This design comes from an exercise in tuning for small area on the open sky130 flow, not from production work.
The RTL was checked by simulation tests, not by an equivalence proof against the original design.

==> flow/design.v, too long to show whole: its modules and the start of the top module <==
// module crucible_flane: 93 lines
// module crucible_urows: 45 lines
// module crucible_mul_lo: 146 lines
// module crucible_mul_hi: 327 lines
// module crucible_rca: 20 lines
// module crucible_rcm: 20 lines
// module crucible_vfunc: 102 lines
module crucible_vfunc #(
    parameter LANES = 4
) (
    input  wire                clk,
    input  wire                rst,           
    input  wire                iss_valid,
    input  wire [31:0]         iss_word,      
    input  wire [LANES-1:0]    iss_kmask,     
    input  wire [16*LANES-1:0] iss_a,         
    input  wire [31:0]         iss_s,         
    output reg                 wb_valid,
    output reg  [4:0]          wb_vd,
    output reg  [LANES-1:0]    wb_lanes,
    output reg                 wb_n2,         
    output reg  [16*LANES-1:0] wb_d0,
    output wire [16*LANES-1:0] wb_d1,
    output reg  [LANES-1:0]    wb_sat,        
    output reg  [LANES-1:0]    wb_dz          
);
  // ...
==> flow/flow/run.sh <==
#!/bin/bash
set -euo pipefail
W=$PWD
mkdir -p own

# Selection for extract_fa: all cells but those from crucible_rcm's lines.
s=$(grep -n "^module crucible_rcm" design.v | head -1 | cut -d: -f1)
e=$(awk -v s="$s" 'NR > s && /^endmodule/ {print NR; exit}' design.v)
sel="t:*"
for ((l = s; l <= e; l++)); do sel="$sel a:src=*design.v:$l.* %d"; done
export OWN_FA_SEL="$sel"
export OWN_ABC_SCRIPT="$W/flow/abc_fast.script"

sed -e 's/^  extract_fa {\*}\[dont_use_extract_fa_args\]$/  extract_fa {*}[dont_use_extract_fa_args] {*}$::env(OWN_FA_SEL)/' \
    -e 's/^  log_cmd abc {\*}\$abc_args$/  log_cmd abc {*}[lreplace $abc_args 1 1 $::env(OWN_ABC_SCRIPT)]/' \
    "$FLOW_HOME/scripts/synth.tcl" > own/synth.tcl
grep -q 'OWN_FA_SEL' own/synth.tcl
grep -q 'OWN_ABC_SCRIPT' own/synth.tcl

sed -e 's/synth -nofsm -noshare /synth -nofsm -noshare -noabc /' \
    -e "s|source \$::env(SCRIPTS_DIR)/synth.tcl|source $W/own/synth.tcl|" \
    synth_recipe.tcl > own/synth_recipe.tcl
grep -q -- '-noabc' own/synth_recipe.tcl
grep -q "$W/own/synth.tcl" own/synth_recipe.tcl

sed "s|SYNTH_SCRIPT=[^ ]*|SYNTH_SCRIPT=$W/own/synth_recipe.tcl|" standard.sh > own/standard.sh
grep -q "SYNTH_SCRIPT=$W/own/synth_recipe.tcl" own/standard.sh

bash own/standard.sh > flow.log 2>&1
==> flow/flow/abc_fast.script <==
strash
dch
map -D 10000
topo
stime -c
buffer -c
upsize -c
dnsize -c
==> flow/standard.sh <==
#!/bin/bash
# synth_recipe.tcl (not shown) runs the flow's synth.tcl, then flattens the netlist and writes it again
# the make line also repeats each setting of config.mk as NAME=value (left out here)
make -C /OpenROAD-flow-scripts/flow DESIGN_CONFIG=/design/flow/config.mk WORK_HOME=/design/flow/orfs CLKGATE_MAP_FILE= SYNTH_SCRIPT=/design/flow/synth_recipe.tcl "${@:-finish}"
==> flow/config.mk <==
export PLATFORM = sky130hd
export DESIGN_NAME = crucible_vfunc
export DESIGN_NICKNAME = crucible_vfunc
export VERILOG_FILES = /design/flow/design.v
export SDC_FILE = /design/flow/constraint.sdc
export NUM_CORES = 4
export LEC_CHECK = 0
export ABC_AREA = 1
export CAP_MARGIN = 20
export CORE_MARGIN = 2
export CORE_UTILIZATION = 55
export PLACE_DENSITY = 0.65
export SLEW_MARGIN = 20
==> flow/constraint.sdc <==
create_clock -name core_clock -period 14.0 [get_ports {clk}]
set_input_delay 2.8000 -clock core_clock [delete_from_list [all_inputs] [get_ports {clk}]]
set_output_delay 2.8000 -clock core_clock [all_outputs]
set_load 0.01 [all_outputs]
==> impl_metrics.env, run 1 <==
export IMPL_grt_use_met3=0.0747
export IMPL_max_stage_delay_ns=0.52
export IMPL_regArea_um2=21300
export IMPL_avgRoutedWirePerCell_um=20.2
export IMPL_placed_area_um2=99900
export IMPL_post_cts_resized=0
export IMPL_nFillCells=15800
export IMPL_io_buffers=244
export IMPL_synth_area_top_cells="dfxtp_1 22%, fa_1 15%, nand2_1 12%"
export IMPL_yosysMostFrequentCell="nand2_1"
export IMPL_final_layout_size_suffix_gt1_frac=0.0656
export IMPL_cts_tree="yes"
export IMPL_synthCells=13400
export IMPL_synth_edff_count=0
export IMPL_setup_ws_ns=1.63
export IMPL_yosys_warnings=7
export IMPL_inverters=1991
export IMPL_r2r_slack_ns=1.63
export IMPL_routed_via_density=5.52
export IMPL_cts_buffers=114
export IMPL_grt_max_degree=68
export IMPL_synth_top_area_cell="dfxtp_1"
export IMPL_drt_pass1_iter_count=8
export IMPL_final_cells=15900
export IMPL_finalWirelength_um=322000
export IMPL_cts_hold_buf=0
export IMPL_layout_common_cells="3028 x nand2_1, 1948 x inv_1, 1625 x nor2_1"
export IMPL_mostFrequentLayoutCell="nand2_1"
export IMPL_r2r_start="lane[2].u_lane.sqrt2$_DFF_P_"
export IMPL_r2r_cells=89
export IMPL_die_area_um2=176000
export IMPL_status="no timing/DRC/antenna violations"
export IMPL_cts_sinks=1062
export IMPL_num_nonclk_buffers=482
export IMPL_hp_class="register to register"
export IMPL_clk_latency_ns=0.82
export IMPL_whs_path_depth=0
==> module crucible_vfunc, before the edit <==
module crucible_vfunc #(
    parameter LANES = 4
) (
    input  wire                clk,
    input  wire                rst,           
    input  wire                iss_valid,
    input  wire [31:0]         iss_word,      
    input  wire [LANES-1:0]    iss_kmask,     
    input  wire [16*LANES-1:0] iss_a,         
    input  wire [31:0]         iss_s,         
    output reg                 wb_valid,
    output reg  [4:0]          wb_vd,
    output reg  [LANES-1:0]    wb_lanes,
    output reg                 wb_n2,         
    output reg  [16*LANES-1:0] wb_d0,
    output wire [16*LANES-1:0] wb_d1,
    output reg  [LANES-1:0]    wb_sat,        
    output reg  [LANES-1:0]    wb_dz          
);
    wire [5:0] op = iss_word[31:26];
    wire is_etm = iss_valid && (op == 6'd27);
    wire is_six = iss_valid && (op[5:1] == 5'b01110);    
    reg             e1, e2, e3;               
    reg             x1, x2, x3, x4, x5;       
    reg [4:0]       vd1, vd2, vd3, vd4, vd5;
    reg [LANES-1:0] m1, m2, m3, m4, m5;
    reg [27:0]      p1, p2, p3;
    reg [29:0]      p2x3, p3x3;               
    reg             w1, w2, w3;               
    always @(posedge clk) begin
        if (rst) begin
            e1 <= 1'b0; e2 <= 1'b0; e3 <= 1'b0;
            x1 <= 1'b0; x2 <= 1'b0; x3 <= 1'b0; x4 <= 1'b0; x5 <= 1'b0;
        end else begin
            e1 <= is_etm; e2 <= e1; e3 <= e2;
            x1 <= is_six; x2 <= x1; x3 <= x2; x4 <= x3; x5 <= x4;
        end
        vd1 <= iss_word[25:21]; vd2 <= vd1; vd3 <= vd2; vd4 <= vd3; vd5 <= vd4;
        m1  <= iss_kmask;      m2  <= m1;  m3  <= m2;  m4  <= m3;  m5  <= m4;
        p1  <= iss_s[27:0];    p2  <= p1;  p3  <= p2;
        w1  <= iss_word[0];    w2  <= w1;  w3  <= w2;
    end
    wire [29:0] p1x3;
    crucible_rcm #(.W(29)) u_p3 (
        .x({1'b0, p1}), .y({p1, 1'b0}), .ci(1'b0), .s(p1x3[28:0]), .co(p1x3[29]));
    always @(posedge clk) begin
        p2x3 <= p1x3;
        p3x3 <= p2x3;
    end
    wire [28*LANES-1:0] etm_e;
    wire [LANES-1:0]    etm_sat, r4_sat, r4_dz;
    wire [16*LANES-1:0] r4_d;
    genvar g;
    generate
        for (g = 0; g < LANES; g = g + 1) begin : lane
            crucible_flane u_lane (
                .clk     (clk),
                .i_a     (iss_a[16*g +: 16]),
                .i_l     (iss_word[3:0]),
                .p2      (p2),
                .p2x3    (p2x3),
                .p3      (p3),
                .p3x3    (p3x3),
                .wrap3   (w3),
                .sqrt0   (op[0]),
                .etm_e   (etm_e[28*g +: 28]),
                .etm_sat (etm_sat[g]),
                .r4_d    (r4_d[16*g +: 16]),
                .r4_sat  (r4_sat[g]),
                .r4_dz   (r4_dz[g])
            );
        end
    endgenerate
    reg [12*LANES-1:0] d1_r;
    integer j;
    always @(posedge clk) begin
        if (rst) wb_valid <= 1'b0;
        else     wb_valid <= x5 | e3;
        wb_n2 <= !x5;
        if (x5) begin
            wb_vd    <= vd5;
            wb_lanes <= m5;
            wb_d0    <= r4_d;
            wb_sat   <= r4_sat & m5;
            wb_dz    <= r4_dz & m5;
        end else begin
            wb_vd    <= vd3;
            wb_lanes <= m3;
            for (j = 0; j < LANES; j = j + 1)
                wb_d0[16*j +: 16] <= etm_e[28*j +: 16];
            wb_sat   <= etm_sat & m3;
            wb_dz    <= {LANES{1'b0}};
        end
        for (j = 0; j < LANES; j = j + 1)
            d1_r[12*j +: 12] <= etm_e[28*j + 16 +: 12];
    end
    generate
        for (g = 0; g < LANES; g = g + 1) begin : d1o
            assign wb_d1[16*g +: 16] = {4'b0000, d1_r[12*g +: 12]};
        end
    endgenerate
endmodule
==> inputs of run 2 (changes only) <==
--- a/flow/design.v
+++ b/flow/design.v
@@ -676,7 +676,7 @@
     reg [4:0]       vd1, vd2, vd3, vd4, vd5;
     reg [LANES-1:0] m1, m2, m3, m4, m5;
     reg [27:0]      p1, p2, p3;
-    reg [29:0]      p2x3, p3x3;               
+    reg [29:0]      p3x3;                     
     reg             w1, w2, w3;               
     always @(posedge clk) begin
         if (rst) begin
@@ -691,13 +691,10 @@
         p1  <= iss_s[27:0];    p2  <= p1;  p3  <= p2;
         w1  <= iss_word[0];    w2  <= w1;  w3  <= w2;
     end
-    wire [29:0] p1x3;
+    wire [29:0] p2x3;                         
     crucible_rcm #(.W(29)) u_p3 (
-        .x({1'b0, p1}), .y({p1, 1'b0}), .ci(1'b0), .s(p1x3[28:0]), .co(p1x3[29]));
-    always @(posedge clk) begin
-        p2x3 <= p1x3;
-        p3x3 <= p2x3;
-    end
+        .x({1'b0, p2}), .y({p2, 1'b0}), .ci(1'b0), .s(p2x3[28:0]), .co(p2x3[29]));
+    always @(posedge clk) p3x3 <= p2x3;
     wire [28*LANES-1:0] etm_e;
     wire [LANES-1:0]    etm_sat, r4_sat, r4_dz;
     wire [16*LANES-1:0] r4_d;
==> flow/flow/abc_fast.script (replaced) <==
strash
dch
amap
topo
stime -c
upsize -c
dnsize -c
--- a/flow/config.mk
+++ b/flow/config.mk
@@ -9,5 +9,7 @@
 export CAP_MARGIN = 20
 export CORE_MARGIN = 2
 export CORE_UTILIZATION = 55
+export CTS_BUF_LIST = sky130_fd_sc_hd__clkbuf_8
+export CTS_CLUSTER_SIZE = 20
 export PLACE_DENSITY = 0.65
 export SLEW_MARGIN = 20
==> impl_metrics.env, run 2 <==
export IMPL_hp_class="register to register"
export IMPL_die_w_um=404
export IMPL_drt_initial_drc_count=10900
export IMPL_grt_pass1_wl_um=485000
export IMPL_root_buffer="clkbuf_8"
export IMPL_crit_path_end_kind="register"
export IMPL_yosysUniqueCellTypes=68
export IMPL_timing_worst_setup_path_type="register to register"
export IMPL_cts_tree="yes"
export IMPL_yosys_warnings=7
export IMPL_track_usage=0.381
export IMPL_path_common_cell="nand2_1"
export IMPL_die_h_um=404
export IMPL_htree_levels=4
export IMPL_layout_common_cells="1357 x clkinv_1, 1149 x nand2_1, 1095 x o21ai_0"
export IMPL_synth_top_area_cell="dfxtp_1"
export IMPL_nets=12600
export IMPL_max_stage_delay_ns=0.37
export IMPL_clk_pin_slew_worst_paths_ns=0.06
export IMPL_routed_via_count=89200
export IMPL_clock_path_buffers=3
export IMPL_clk_latency_ns=0.96
export IMPL_syn_to_final_growth_pct=11.4
export IMPL_mostFrequentLayoutCell="clkinv_1"
export IMPL_slowest_stage="o22ai_4"
export IMPL_place_hpwl_um=239000
export IMPL_cts_sinks=1033
export IMPL_rows=146
export IMPL_avgRoutedWirePerCell_um=23.0
export IMPL_placed_area_um2=94400
export IMPL_drc=0
export IMPL_netlist_area_um2=88100
export IMPL_setup_ws_ns=1.66
export IMPL_yosysTopAreaCellShare=0.235
export IMPL_nFillCells=14200
export IMPL_final_max_slew_viol_count=0
export IMPL_routed_via_density=6.44
export IMPL_fin_skew_ns=0.0509
export IMPL_max_cap_viol_count=0
export IMPL_crit_required_ns=14.83
export IMPL_grt_max_degree=88
export IMPL_timing_fmax_mhz=81.0
export IMPL_maxSlewHeadroom=0.154
export IMPL_gp_congestion=0.998
export IMPL_drt_pass1_iter_count=22
export IMPL_synth_area_top_cells="dfxtp_1 23%, fa_1 16%, o22ai_1 7.7%"
export IMPL_finalWirelength_um=319000
export IMPL_cp_max_fo=36
export IMPL_synth_edff_count=0
export IMPL_setup_viol=0
export IMPL_crit_family="simple AND/OR/NAND/NOR gates"
export IMPL_core_area_um2=159000
export IMPL_ys_seq_elements=1033
export IMPL_grt_pass1_vias=83900
export IMPL_start_util=0.555
export IMPL_ys_flop_type="dfxtp_1"
export IMPL_crit_buf_inv=9
export IMPL_tightest_slew_ns=1.27
export IMPL_antenna_left=0
export IMPL_syn_area_per_cell_um2=7.98
export IMPL_critPathArrivalTime_ns=13.17
export IMPL_synth_seq_area_share=0.235
export IMPL_tns_ns=0
export IMPL_pin_count=282
export IMPL_final_layout_size_suffix_gt1_frac=0.116
export IMPL_rsz0062_at_grt="false"
export IMPL_synth_async_sr_flop_share=0
export IMPL_post_route_min_period_ns=12.34
export IMPL_status="no timing/DRC/antenna violations"
export IMPL_period_share=0.882
export IMPL_start_kind="register"
export IMPL_cts_buffers=173
export IMPL_overflow=0
export IMPL_final_util=0.619
export IMPL_io_buffers=244
export IMPL_synth_top_cells_by_count="1358 x clkinv_1, 1149 x nand2_1, 1095 x o21ai_0, 1083 x o22ai_1, 1033 x dfxtp_1"
export IMPL_antenna_found_initial=13
export IMPL_yosysMostFrequentCell="clkinv_1"
export IMPL_die_area_um2=163000
export IMPL_hold_viol_final=0
export IMPL_synthCells=11000
export IMPL_dp_slack_ns=1.44
export IMPL_final_area_um2=98200
run 2: cell count changes in the layout (fill, tap and decap cells not counted), sizes merged, moves of 678 or more:
cell    delta
o22ai   +1030
nor2     -678
nand2   -1440
o21ai    +798
o21a     +816
xor2    -1103
clkinv  +1357
inv     -1834
run 2: final cells by class:
class,count,area (um^2),share of cell area
repair buffers,420,3770,0.0384
clock buffers,205,2820,0.0287
well taps,2072,2590,0.0264
inverters,1476,5790,0.0589
flip-flops and latches,1033,20700,0.211
diodes,6,15.0,0.000153
clock inverters,105,867,0.00883
multi-input cells,8534,61700,0.628
run 2: path summary, 6_finish.rpt:
check	to	depth (start not counted)	from	slack (ns)
worst max-delay path	lane[1].u_lane.V2[15]$_DFF_P_	104	lane[3].u_lane.sqrt1$_DFF_P_	1.66
worst max register to register	lane[1].u_lane.V2[15]$_DFF_P_	104	lane[3].u_lane.sqrt1$_DFF_P_	1.66
worst min-delay path	lane[2].u_lane.O4$_DFF_P_	0	lane[2].u_lane.O3$_DFF_P_	0.32
worst min register to register	lane[2].u_lane.O4$_DFF_P_	0	lane[2].u_lane.O3$_DFF_P_	0.32
run 2: cells by family after synthesis:
kind of cell	share of synthesized area
other	0.0000426
adders and majority gates	0.172
xor gates and xnor gates	0.0000994
buffers and inverters	0.0671
AOI/OAI and AO/OA	0.374
DFF	0.235
and+or+nand+nor	0.152
run 2: stage by stage:
step / instances / hold slack [ns]
final: 13900 / 0.320
after global routing: 13800 / 0.327
after CTS: 13800 / 0.324
after detailed placement: 13500 / 0.312
after global placement: 13500 / 0.311
after floorplan: 11100 / 0.310
run 2: worst reg2reg max path, delay by kind of cell (launching register included):
kind | cells | cell delay, ns
flip-flops | 1 | 0.31
buffers and inverters | 9 | 1.44
AO/OA/AOI/OAI | 31 | 5.07
AND/OR/NAND/NOR | 64 | 5.45
run 2: layer usage:
metal	GRT usage	vias up	part of all wire
met2	0.571	5343	0.42
met4	0.240	8	0.072
li1	-	41300	-
met1	0.502	41300	0.40
met3	0.0794	1226	0.11
met5	0	-	0.00075
run 2: timing repair:
| item | in CTS | in global routing |
|---|---|---|
| setup endpoints to repair | 0 | 7 |
| resized for setup | 0 | 1 |
| setup buffers | 0 | 11 |
| hold buffers | 0 | 0 |
==> inputs of run 3 (changes only) <==
==> flow/flow/abc_fast.script (replaced) <==
strash
dch
amap
topo
stime -c
==> impl_metrics.env, run 3 <==
export IMPL_routed_via_density=6.40
export IMPL_layout_common_cells="1639 x nand2_1, 1418 x clkinv_1, 1415 x o21ai_0"
export IMPL_synth_top_family_by_area="compound AO/OA/AOI/OAI gates"
export IMPL_clk_latency_ns=0.97
export IMPL_regArea_um2=20700
export IMPL_ys_flop_type="dfxtp_1"
export IMPL_synthCells=11000
export IMPL_yosysTopAreaCellShare=0.246
export IMPL_final_util=0.636
export IMPL_synth_compound_area_frac=0.374
export IMPL_cts_tree="yes"
export IMPL_synth_top_cells_by_count="1640 x nand2_1, 1476 x clkinv_1, 1431 x o21ai_0, 1116 x o22ai_1, 1046 x nor2_1"
export IMPL_drt_pass1_iter_count=13
export IMPL_cts_buffers=174
export IMPL_timing_worst_setup_path_type="register to register"
export IMPL_avgRoutedWirePerCell_um=22.5
export IMPL_synth_top_area_cell="dfxtp_1"
export IMPL_nets=12800
export IMPL_yosysMostFrequentCell="nand2_1"
export IMPL_grt_pass1_wl_um=477000
export IMPL_cp_max_fo=16
export IMPL_yosys_area_share_adder=0.181
export IMPL_io_buffers=244
export IMPL_critPathArrivalTime_ns=13.30
export IMPL_pin_count=282
export IMPL_synth_seq_area_share=0.246
export IMPL_crit_buf_inv=12
export IMPL_grt_max_degree=58
export IMPL_maxSlewHeadroom=0.162
export IMPL_status="no timing/DRC/antenna violations"
export IMPL_synthMuxAreaShare=0
export IMPL_track_usage=0.390
export IMPL_antenna_left=0
export IMPL_grt_pass1_vias=83300
export IMPL_final_max_slew_viol_count=0
export IMPL_placed_area_um2=90900
export IMPL_overflow=0
export IMPL_synth_async_sr_flop_share=0
export IMPL_hold_worst_slack_ns=0.310
export IMPL_htree_levels=4
export IMPL_hp_class="register to register"
export IMPL_timing_fmax_mhz=80.1
export IMPL_antenna_found_initial=9
export IMPL_clk_pin_slew_worst_paths_ns=0.06
export IMPL_multi_input_area_um2=58200
export IMPL_yosys_area_share_simple=0.131
export IMPL_clock_path_buffers=3
export IMPL_synth_edff_count=0
export IMPL_nFillCells=13500
export IMPL_drt_initial_drc_count=11200
export IMPL_setup_viol=0
export IMPL_netlist_area_um2=83900
export IMPL_drc=0
export IMPL_routed_via_count=89700
export IMPL_crit_required_ns=14.81
export IMPL_crit_path_end_kind="register"
export IMPL_start_util=0.553
export IMPL_max_stage_delay_ns=0.41
export IMPL_yosysUniqueCellTypes=45
export IMPL_cts_hold_buf=0
export IMPL_gp_congestion=1.01
export IMPL_final_area_um2=96500
export IMPL_post_route_min_period_ns=12.49
export IMPL_die_h_um=395
export IMPL_slowest_stage="dfxtp_2"
export IMPL_start_kind="register"
export IMPL_tightest_slew_ns=1.26
export IMPL_rows=143
export IMPL_synth_xor_area_frac=0.000104
export IMPL_core_area_um2=152000
export IMPL_yosys_warnings=7
export IMPL_period_share=0.892
export IMPL_final_layout_size_suffix_gt1_frac=0.0691
export IMPL_syn_to_final_growth_pct=15.0
export IMPL_die_area_um2=156000
export IMPL_fin_skew_ns=0.0606
export IMPL_die_w_um=395
export IMPL_finalWirelength_um=315000
export IMPL_max_cap_viol_count=0
export IMPL_path_common_cell="nand2_1"
export IMPL_crit_family="simple AND/OR/NAND/NOR gates"
export IMPL_cts_sinks=1033
export IMPL_synth_area_top_cells="dfxtp_1 25%, fa_1 17%, o21ai_0 8.5%"
export IMPL_syn_area_per_cell_um2=7.60
export IMPL_hold_viol_final=0
export IMPL_ys_seq_elements=1033
export IMPL_root_buffer="clkbuf_8"
export IMPL_place_hpwl_um=232000
export IMPL_mostFrequentLayoutCell="nand2_1"
[run 3: logic make-up (layout without fill, tap and decap cells)]
group	Yosys count	count (layout)
buf+inv	1492	2419
flops	1033	1033
xor+xnor	1	1
compound gates	4894	4894
simple gates	2843	2843
fa+ha+maj	780	780
other cells	1	19
[run 3: layout make-up]
| class | instances | share of cell area |
|---|---|---|
| inverters | 1476 | 0.0587 |
| well taps | 2030 | 0.0263 |
| repair buffers | 628 | 0.0560 |
| clock buffers | 211 | 0.0301 |
| repair inverters | 5 | 0.000259 |
| diodes | 3 | 0.0000778 |
| clock inverters | 99 | 0.0106 |
| multi-input cells | 8534 | 0.603 |
| flip-flops and latches | 1033 | 0.214 |
[run 3: timing repair]
item                       in CTS  in global routing
buffers inserted                0                110
setup endpoints to repair       0                121
gates resized for setup         0                192
[run 3: per-stage QoR]
step                worst slack, ns  instances  setup TNS [ns]
floorplan                    0.0285      11100               0
global placement              0.515      13600               0
detailed placement            0.172      13600               0
CTS                           0.135      13900               0
global route                 -0.236      14000           -1.52
finish                         1.51      14000               0
[run 3: routing by layer]
metal	GRT usage	share of wire
met1	0.514	0.39
met2	0.580	0.42
met3	0.0885	0.11
met4	0.240	0.075
met5	0	0.000079
[run 3: path summary, 6_finish.rpt]
path / depth (start not counted) / endpoint / startpoint / slack, ns
worst max-delay path: 105 / lane[2].u_lane.V3[15]$_DFF_P_ / lane[2].u_lane.a2[15]$_DFF_P_ / 1.51
worst max register to register: 105 / lane[2].u_lane.V3[15]$_DFF_P_ / lane[2].u_lane.a2[15]$_DFF_P_ / 1.51
worst min-delay path: 0 / p2[11]$_DFF_P_ / p1[11]$_DFF_P_ / 0.31
worst min register to register: 0 / p2[11]$_DFF_P_ / p1[11]$_DFF_P_ / 0.31
[run 3: worst reg2reg max path: cells and delay by family (launching register included)]
family                 cells  cell delay (ns)
and+or+nand+nor           60             5.23
buffers and inverters     12             2.04
DFF                        1             0.41
AOI/OAI and AO/OA         33             4.73
==> inputs of run 4 (changes only) <==
==> flow/flow/abc_fast.script (replaced) <==
strash
dch
amap
topo
stime -c
upsize -c
dnsize -c
--- a/flow/config.mk
+++ b/flow/config.mk
@@ -9,7 +9,5 @@
 export CAP_MARGIN = 20
 export CORE_MARGIN = 2
 export CORE_UTILIZATION = 55
-export CTS_BUF_LIST = sky130_fd_sc_hd__clkbuf_8
-export CTS_CLUSTER_SIZE = 20
 export PLACE_DENSITY = 0.65
 export SLEW_MARGIN = 20
==> impl_metrics.env, run 4 <==
export IMPL_status="no timing/DRC/antenna violations"
export IMPL_cts_hold_buf=0
export IMPL_cts_buffers=109
export IMPL_drt_initial_drc_count=10700
export IMPL_drc=0
export IMPL_tightest_slew_ns=1.28
export IMPL_gp_congestion=0.998
export IMPL_fin_skew_ns=0.0311
export IMPL_start_util=0.555
export IMPL_root_buffer="clkbuf_16"
export IMPL_antenna_found_initial=17
export IMPL_r2r_end="lane[1].u_lane.V2[15]$_DFF_P_"
export IMPL_die_area_um2=163000
export IMPL_cts_sinks=1033
export IMPL_nFillCells=14100
export IMPL_tns_ns=0
export IMPL_met2WireLength_um=134000
export IMPL_crit_end="lane[1].u_lane.V2[15]$_DFF_P_"
export IMPL_io_buffers=244
export IMPL_yosysMostFrequentCell="clkinv_1"
export IMPL_post_route_min_period_ns=12.37
export IMPL_yosysTopAreaCellShare=0.235
export IMPL_layout_common_cells="1357 x clkinv_1, 1149 x nand2_1, 1095 x o21ai_0"
export IMPL_maxSlewHeadroom=0.145
export IMPL_clock_path_buffers=3
export IMPL_yosysUniqueCellTypes=68
export IMPL_slowest_stage="o22ai_4"
export IMPL_htree_levels=3
export IMPL_wl_met1_um=127000
export IMPL_dp_slack_ns=1.44
export IMPL_overflow=0
export IMPL_rsz0062_at_grt="false"
export IMPL_finalWirelength_um=319000
export IMPL_crit_path_end_kind="register"
export IMPL_clk_latency_ns=0.78
export IMPL_critPathArrivalTime_ns=13.03
export IMPL_cts_tree="yes"
export IMPL_synth_top_cells_by_count="1358 x clkinv_1, 1149 x nand2_1, 1095 x o21ai_0, 1083 x o22ai_1, 1033 x dfxtp_1"
export IMPL_synth_seq_area_share=0.235
export IMPL_period_share=0.884
export IMPL_r2r_cells=104
export IMPL_r2r_slack_ns=1.63
export IMPL_yosys_warnings=7
export IMPL_rows=146
export IMPL_syn_area_per_cell_um2=7.98
export IMPL_wl_met3_um=33900
export IMPL_synth_area_top_cells="dfxtp_1 23%, fa_1 16%, o22ai_1 7.7%"
export IMPL_nets=12500
export IMPL_grt_max_degree=88
export IMPL_routed_via_density=6.45
export IMPL_synth_async_sr_flop_share=0
export IMPL_crit_required_ns=14.66
export IMPL_mostFrequentLayoutCell="clkinv_1"
export IMPL_die_w_um=404
export IMPL_ys_seq_elements=1033
export IMPL_clk_pin_slew_worst_paths_ns=0.07
export IMPL_cp_max_fo=36
export IMPL_netlist_area_um2=88100
export IMPL_core_area_um2=159000
export IMPL_routed_via_count=88600
export IMPL_setup_ws_ns=1.63
export IMPL_setup_viol=0
export IMPL_synthCells=11000
export IMPL_final_max_slew_viol_count=0
export IMPL_avgRoutedWirePerCell_um=23.2
export IMPL_ys_flop_type="dfxtp_1"
export IMPL_syn_to_final_growth_pct=11.6
export IMPL_grt_pass1_vias=83600
export IMPL_die_h_um=404
export IMPL_timing_fmax_mhz=80.8
export IMPL_synth_top_area_cell="dfxtp_1"
export IMPL_antenna_left=0
export IMPL_hold_viol_final=0
export IMPL_max_cap_viol_count=0
export IMPL_pin_count=282
export IMPL_final_layout_size_suffix_gt1_frac=0.110
export IMPL_max_stage_delay_ns=0.38
export IMPL_track_usage=0.380
export IMPL_hold_worst_slack_ns=0.317
export IMPL_top_layer="met5"
export IMPL_start_kind="register"
export IMPL_r2r_start="lane[3].u_lane.sqrt1$_DFF_P_"
export IMPL_place_hpwl_um=239000
export IMPL_grt_pass1_wl_um=485000
export IMPL_hp_class="register to register"
export IMPL_synth_edff_count=0
export IMPL_timing_worst_setup_path_type="register to register"
export IMPL_drt_pass1_iter_count=17
export IMPL_crit_start="lane[3].u_lane.sqrt1$_DFF_P_"
export IMPL_whs_path_depth=0
export IMPL_path_common_cell="nand2_1"
-- run 4: cells by family after synthesis --
family	count (synthesis)	share of synthesized area
compound gates	4894	0.374
simple gates	2843	0.152
buf+inv	1492	0.0671
flops	1033	0.235
fa+ha+maj	780	0.172
xor+xnor	1	0.0000994
other cells	1	0.0000426
-- run 4: final cells by class --
cell class / count / area, um^2 / area share
multi-input combinational: 8534 / 61700 / 0.627
tap: 2072 / 2590 / 0.0264
antenna: 4 / 10.0 / 0.000102
sequential: 1033 / 20700 / 0.210
clock inverter: 69 / 875 / 0.00889
inverter: 1476 / 5790 / 0.0588
clock buffer: 133 / 2990 / 0.0304
timing repair buffer: 420 / 3770 / 0.0384
-- run 4: critical path, delay by kind of cell (launching register included) --
family	cells	cell delay, ns
compound gates	31	5.05
buf+inv	9	1.43
flops	1	0.32
simple gates	64	5.44
-- run 4: worst min-delay path by stage --
stage / start / to / slack (ns)
2_1_floorplan: lane[0].u_lane.O1$_DFF_P_ / lane[0].u_lane.O2$_DFF_P_ / 0.31
3_3_place_gp: lane[1].u_lane.O1$_DFF_P_ / lane[1].u_lane.O2$_DFF_P_ / 0.31
3_5_place_dp: p1[17]$_DFF_P_ / p2[17]$_DFF_P_ / 0.31
4_1_cts: m1[0]$_DFF_P_ / m2[0]$_DFF_P_ / 0.32
5_1_grt: p1[9]$_DFF_P_ / p2[9]$_DFF_P_ / 0.33
6_report: m1[0]$_DFF_P_ / m2[0]$_DFF_P_ / 0.32
-- run 4: per-stage QoR --
step                instance area (um^2)  instances   util
global route                       98400      13700  0.620
detailed placement                 94400      13500  0.594
global placement                   94400      13500  0.594
finish                             98400      13700  0.620
floorplan                          88200      11100      -
CTS                                98200      13700  0.619
-- run 4: repair_timing --
action	4_1_cts	5_1_grt
buffers inserted	0	11
resized for setup	0	1
setup endpoints to repair	0	7
endpoints found under the hold margin	0	0
-- run 4: metal layers --
layer	global-route usage	vias up
met5	0	-
met4	0.235	8
met3	0.0740	1224
met2	0.573	5321
met1	0.503	40900
li1	-	41200
==> inputs of run 5 (changes only) <==
--- a/flow/flow/run.sh
+++ b/flow/flow/run.sh
@@ -26,4 +26,8 @@
 sed "s|SYNTH_SCRIPT=[^ ]*|SYNTH_SCRIPT=$W/own/synth_recipe.tcl|" standard.sh > own/standard.sh
 grep -q "SYNTH_SCRIPT=$W/own/synth_recipe.tcl" own/standard.sh
 
+# Every port still gets its own buffer, as in the standard flow; the
+# smallest buffer cell does for these loads.
+export BUFFER_PORTS_ARGS="-buffer_cell sky130_fd_sc_hd__buf_1"
+
 bash own/standard.sh > flow.log 2>&1
==> flow/flow/abc_fast.script (replaced) <==
strash
dc2
dch
amap
topo
stime -c
--- a/flow/config.mk
+++ b/flow/config.mk
@@ -9,5 +9,7 @@
 export CAP_MARGIN = 20
 export CORE_MARGIN = 2
 export CORE_UTILIZATION = 55
+export CTS_BUF_LIST = sky130_fd_sc_hd__clkbuf_8
+export CTS_CLUSTER_SIZE = 20
 export PLACE_DENSITY = 0.65
 export SLEW_MARGIN = 20
==> impl_metrics.env, run 5 <==
export IMPL_status="no timing/DRC/antenna violations"
export IMPL_cp_max_fo=14
export IMPL_start_util=0.553
export IMPL_overflow=0
export IMPL_drc=0
export IMPL_syn_to_final_growth_pct=14.3
export IMPL_crit_path_end_kind="register"
export IMPL_crit_family="compound AO/OA/AOI/OAI gates"
export IMPL_yosys_warnings=7
export IMPL_synth_top_cells_by_count="1738 x clkinv_1, 1693 x nor2_1, 1378 x o21ai_0, 1136 x nand2_1, 1033 x dfxtp_1"
export IMPL_timing_worst_setup_path_type="register to register"
export IMPL_placedCellCount=13500
export IMPL_fin_skew_ns=0.0878
export IMPL_drt_initial_drc_count=14100
export IMPL_post_route_min_period_ns=12.41
export IMPL_hold_viol_final=0
export IMPL_nets=12700
export IMPL_ys_seq_elements=1033
export IMPL_r2r_slack_ns=1.59
export IMPL_gp_congestion=0.997
export IMPL_timing_fmax_mhz=80.6
export IMPL_pin_count=282
export IMPL_cts_tree="yes"
export IMPL_avgRoutedWirePerCell_um=22.0
export IMPL_path_common_cell="nand2_1"
export IMPL_synthCells=11000
export IMPL_routed_via_count=88500
export IMPL_final_layout_size_suffix_gt1_frac=0.0859
export IMPL_die_h_um=392
export IMPL_cts_hold_buf=0
export IMPL_clk_pin_slew_worst_paths_ns=0.06
export IMPL_yosysUniqueCellTypes=45
export IMPL_synth_top_area_cell="dfxtp_1"
export IMPL_finalWirelength_um=307000
export IMPL_routed_via_density=6.33
export IMPL_period_share=0.887
export IMPL_tightest_slew_ns=1.20
export IMPL_r2r_end="lane[2].u_lane.Q2[0]$_DFF_P_"
export IMPL_final_max_slew_viol_count=0
export IMPL_setup_viol=0
export IMPL_io_buffers=244
export IMPL_hold_worst_slack_ns=0.325
export IMPL_place_hpwl_um=226000
export IMPL_synth_async_sr_flop_share=0
export IMPL_max_stage_delay_ns=0.35
export IMPL_crit_buf_inv=11
export IMPL_track_usage=0.387
export IMPL_critPathArrivalTime_ns=13.25
export IMPL_cts_buffers=174
export IMPL_die_w_um=392
export IMPL_slowest_stage="dfxtp_2"
export IMPL_antenna_left=0
export IMPL_tns_ns=0
export IMPL_grt_pass1_wl_um=463000
export IMPL_hp_start="vd2[4]$_DFF_P_"
export IMPL_hp_class="register to register"
export IMPL_final_cells=14000
export IMPL_crit_required_ns=14.84
export IMPL_whs_path_depth=0
export IMPL_yosysMostFrequentCell="clkinv_1"
export IMPL_syn_area_per_cell_um2=7.50
export IMPL_final_area_um2=94500
export IMPL_synth_seq_area_share=0.250
export IMPL_layout_common_cells="1678 x clkinv_1, 1614 x nor2_1, 1285 x o21ai_0"
export IMPL_drt_pass1_iter_count=22
export IMPL_cts_sinks=1033
export IMPL_rsz0062_at_grt="true"
export IMPL_yosysTopAreaCellShare=0.250
export IMPL_core_area_um2=150000
export IMPL_ys_flop_type="dfxtp_1"
export IMPL_htree_levels=4
export IMPL_clk_latency_ns=0.99
export IMPL_mostFrequentLayoutCell="clkinv_1"
export IMPL_max_cap_viol_count=0
export IMPL_grt_max_degree=61
export IMPL_clock_path_buffers=3
export IMPL_die_area_um2=153000
export IMPL_r2r_start="lane[3].u_lane.sqrt1$_DFF_P_"
export IMPL_root_buffer="clkbuf_8"
export IMPL_min_to="vd3[4]$_DFF_P_"
export IMPL_grt_pass1_vias=81400
export IMPL_synth_edff_count=0
export IMPL_maxSlewHeadroom=0.195
export IMPL_synth_area_top_cells="dfxtp_1 25%, fa_1 17%, o21ai_0 8.3%"
export IMPL_r2r_cells=101
export IMPL_netlist_area_um2=82700
export IMPL_antenna_found_initial=14
export IMPL_placed_area_um2=88100
export IMPL_rows=142
export IMPL_start_kind="register"
==> run 5: cell types whose count changed after synthesis, sizes merged, moves of 25 or more <==
cell,previous run,this run
clkinv,1359,1738
nor2,1046,1693
o21ai,1431,1378
a22oi,293,52
o22a,333,146
inv,114,0
a21oi,485,865
a21o,16,91
nand2,1640,1136
a211oi,39,64
a222oi,104,586
o21a,837,212
o22ai,1116,898
==> run 5: logic make-up after synthesis <==
| logic type | count (synthesis) | synth area share |
|---|---|---|
| compound gates | 4494 | 0.348 |
| simple gates | 2968 | 0.138 |
| buf+inv | 1754 | 0.0804 |
| flops | 1033 | 0.250 |
| fa+ha+maj | 780 | 0.183 |
| other cells | 1 | 0.0000454 |
==> run 5: area by class of cell <==
type | count | area, um^2
clock inverter | 111 | 1130
timing repair inverter | 1 | 5.00
timing repair buffer | 615 | 3810
fill | 13400 | 55100
multi-input combinational | 8258 | 56800
clock buffer | 207 | 2850
sequential | 1033 | 20700
inverter | 1738 | 6620
antenna | 8 | 20.0
tap | 2016 | 2520
==> run 5: worst max path at each step <==
stage	from	endpoint	slack, ns	cells after the start
floorplan	lane[1].u_lane.sqrt3$_DFF_P_	lane[3].u_lane.V4[15]$_DFF_P_	0.02	102
global placement	lane[2].u_lane.sqrt2$_DFF_P_	lane[1].u_lane.Q3[0]$_DFF_P_	0.48	101
detailed placement	lane[2].u_lane.sqrt2$_DFF_P_	lane[1].u_lane.Q3[0]$_DFF_P_	0.22	99
CTS	lane[2].u_lane.sqrt2$_DFF_P_	lane[1].u_lane.Q3[0]$_DFF_P_	0.13	99
global route	lane[3].u_lane.sqrt1$_DFF_P_	lane[2].u_lane.Q2[0]$_DFF_P_	-0.22	103
finish	lane[3].u_lane.sqrt1$_DFF_P_	lane[2].u_lane.Q2[0]$_DFF_P_	1.59	101
==> run 5: stage by stage <==
stage	utilization	setup WS [ns]
finish	0.632	1.59
floorplan	-	0.0152
detailed placement	0.589	0.219
CTS	0.616	0.125
global route	0.631	-0.216
global placement	0.589	0.477
==> run 5: worst register-to-register path: cells and delay by family, from the launching register on <==
family	cells	cell delay (ns)
simple gates	44	4.65
buf+inv	11	1.63
flops	1	0.35
compound gates	46	5.69
==> run 5: timing repair <==
item	in CTS	in global routing
endpoints found under the setup margin	0	106
setup buffers	0	113
gates resized for setup	0	456
==> run 5: per-layer routing <==
| layer | up-vias | part of all wire | global-route usage |
|---|---|---|---|
| li1 | 41600 | - | - |
| met1 | 40200 | 0.39 | 0.501 |
| met2 | 5422 | 0.42 | 0.578 |
| met3 | 1211 | 0.12 | 0.0988 |
| met4 | 8 | 0.070 | 0.241 |
| met5 | - | 0.00014 | 0 |
==> inputs of run 6 (changes only) <==
==> flow/flow/abc_fast.script (replaced) <==
strash
dch
amap
topo
stime -c
==> impl_metrics.env, run 6 <==
export IMPL_multi_input_area_um2=58200
export IMPL_hold_viol_final=0
export IMPL_slowest_stage="dfxtp_1"
export IMPL_grt_max_degree=59
export IMPL_avgRoutedWirePerCell_um=22.5
export IMPL_synth_top_area_cell="dfxtp_1"
export IMPL_syn_to_final_growth_pct=12.4
export IMPL_ys_seq_elements=1033
export IMPL_io_buffers=244
export IMPL_synth_seq_area_share=0.246
export IMPL_netlist_area_um2=83900
export IMPL_crit_required_ns=14.80
export IMPL_mostFrequentLayoutCell="nand2_1"
export IMPL_final_max_slew_viol_count=0
export IMPL_grt_pass1_wl_um=475000
export IMPL_setup_ws_ns=1.53
export IMPL_post_route_min_period_ns=12.47
export IMPL_maxSlewHeadroom=0.171
export IMPL_crit_path_end_kind="register"
export IMPL_syn_area_per_cell_um2=7.60
export IMPL_final_util=0.621
export IMPL_setup_viol=0
export IMPL_rows=143
export IMPL_grt_pass1_vias=82600
export IMPL_tns_ns=0
export IMPL_critPathArrivalTime_ns=13.26
export IMPL_synth_async_sr_flop_share=0
export IMPL_synth_edff_count=0
export IMPL_timing_worst_setup_path_type="register to register"
export IMPL_gp_congestion=0.988
export IMPL_nFillCells=13600
export IMPL_antenna_left=0
export IMPL_track_usage=0.390
export IMPL_synthCells=11000
export IMPL_die_h_um=395
export IMPL_place_hpwl_um=232000
export IMPL_crit_family="simple AND/OR/NAND/NOR gates"
export IMPL_cts_buffers=172
export IMPL_start_kind="register"
export IMPL_routed_via_count=88700
export IMPL_status="no timing/DRC/antenna violations"
export IMPL_cp_max_fo=14
export IMPL_yosysMostFrequentCell="nand2_1"
export IMPL_root_buffer="clkbuf_8"
export IMPL_pin_count=282
export IMPL_overflow=0
export IMPL_timing_fmax_mhz=80.2
export IMPL_placedCellCount=13500
export IMPL_drt_initial_drc_count=10500
export IMPL_clk_latency_ns=0.97
export IMPL_ys_flop_type="dfxtp_1"
export IMPL_yosysTopAreaCellShare=0.246
export IMPL_yosysUniqueCellTypes=45
export IMPL_antenna_found_initial=16
export IMPL_max_stage_delay_ns=0.51
export IMPL_dp_slack_ns=0.507
export IMPL_finalWirelength_um=314000
export IMPL_die_w_um=395
export IMPL_final_cells=13900
export IMPL_period_share=0.890
export IMPL_synth_top_cells_by_count="1640 x nand2_1, 1476 x clkinv_1, 1431 x o21ai_0, 1116 x o22ai_1, 1046 x nor2_1"
export IMPL_cts_hold_buf=0
export IMPL_cts_tree="yes"
export IMPL_nets=12700
export IMPL_final_layout_size_suffix_gt1_frac=0.0630
export IMPL_start_util=0.553
export IMPL_layout_common_cells="1640 x nand2_1, 1417 x clkinv_1, 1416 x o21ai_0"
export IMPL_max_cap_viol_count=0
export IMPL_regArea_um2=20700
export IMPL_die_area_um2=156000
export IMPL_path_common_cell="nand2_1"
export IMPL_yosys_warnings=7
export IMPL_drc=0
export IMPL_htree_levels=4
export IMPL_drt_pass1_iter_count=14
export IMPL_routed_via_density=6.36
export IMPL_rsz0062_at_grt="true"
export IMPL_hp_class="register to register"
export IMPL_cts_sinks=1033
export IMPL_clk_pin_slew_worst_paths_ns=0.06
export IMPL_tightest_slew_ns=1.24
export IMPL_crit_buf_inv=10
export IMPL_clock_path_buffers=3
export IMPL_core_area_um2=152000
export IMPL_fin_skew_ns=0.0670
export IMPL_synth_area_top_cells="dfxtp_1 25%, fa_1 17%, o21ai_0 8.5%"
==> run 6: cell types whose count changed after synthesis, sizes merged, moves of 187 or more <==
| cell | delta |
|---|---|
| o22ai | +218 |
| clkinv | -262 |
| nand2 | +504 |
| a222oi | -482 |
| o21a | +625 |
| o22a | +187 |
| a21oi | -380 |
| a22oi | +241 |
| nor2 | -647 |
==> run 6: layer usage <==
| layer | vias up | wire length (um) | track usage |
|---|---|---|---|
| met1 | 40500 | 124000 | 0.513 |
| met5 | - | 103 | 0.00246 |
| met4 | 8 | 22400 | 0.235 |
| met3 | 1246 | 35500 | 0.0893 |
| met2 | 5489 | 132000 | 0.584 |
| li1 | 41500 | - | - |
==> run 6: cell families (layout without fill, tap and decap cells) <==
group	Yosys count	in the layout	synth area share
compound gates	4894	4894	0.374
xor+xnor	1	1	0.000104
fa+ha+maj	780	780	0.181
buf+inv	1492	2346	0.0675
flops	1033	1033	0.246
other cells	1	20	0.0000447
simple gates	2843	2843	0.131
==> run 6: layout make-up <==
cell class              count  share of cell area
clock inverters            96             0.00975
repair inverters            3            0.000159
flip-flops and latches   1033               0.219
clock buffers             215              0.0314
diodes                      4            0.000106
well taps                2030              0.0269
multi-input cells        8534               0.617
inverters                1476              0.0599
repair buffers            556              0.0351
==> run 6: timing repair <==
action / CTS / global route
resized for setup: 0 / 181
setup endpoints to repair: 0 / 112
setup buffers: 0 / 82
==> run 6: final timing paths <==
kind	startpoint	to	slack (ns)	depth (start not counted)
worst max register to register	lane[0].u_lane.a2[2]$_DFF_P_	lane[0].u_lane.V3[15]$_DFF_P_	1.53	101
worst min-delay path	m4[2]$_DFF_P_	m5[2]$_DFF_P_	0.31	0
worst max-delay path	lane[0].u_lane.a2[2]$_DFF_P_	lane[0].u_lane.V3[15]$_DFF_P_	1.53	101
worst min register to register	m4[2]$_DFF_P_	m5[2]$_DFF_P_	0.31	0
==> run 6: through the flow <==
stage          hold WS (ns)  area (um^2)
2_1_floorplan         0.310        84000
3_3_place_gp          0.310        89100
3_5_place_dp          0.312        89100
4_1_cts               0.323        92900
5_1_grt               0.294        94300
6_report              0.315        94300

-- what the ideal ports hide --
Ports are ideal in the flow. The routed layouts listed here were re-timed in OpenROAD. Step 1, drivers: a clkbuf_16 drives clk and a buf_2 each remaining input, both assumed. Step 2 also shifts input and output timing later by t, the mid clock arrival at the registers, as if the neighbouring blocks saw the same clock. a / b / c = no drivers / after step 1 / after step 2; a / b = the first two.
| run | t (ns) | slack for setup (ns) | worst setup path after step 2 | worst register clock-pin slew, ns |
|---|---|---|---|---|
| run 1 | 0.863 | 1.625 / 1.625 / 0.908 | input to register | 0.07 / 0.07 |
| run 2 | 1.022 | 1.657 / 1.657 / 1.125 | input to register | 0.09 / 0.09 |
| run 3 | 1.028 | 1.509 / 1.509 / 0.912 | input to register | 0.09 / 0.09 |
| run 4 | 0.859 | 1.628 / 1.628 / 1.168 | input to register | 0.08 / 0.08 |
| run 5 | 1.028 | 1.589 / 1.589 / 1.490 | input to register | 0.09 / 0.09 |
| run 6 | 1.016 | 1.535 / 1.535 / 0.814 | input to register | 0.09 / 0.09 |
After both steps setup and hold are still met in every run listed. The setup slack of run 6, which loses most, moves by 0.000 ns with the drivers and by -0.721 ns with both steps.
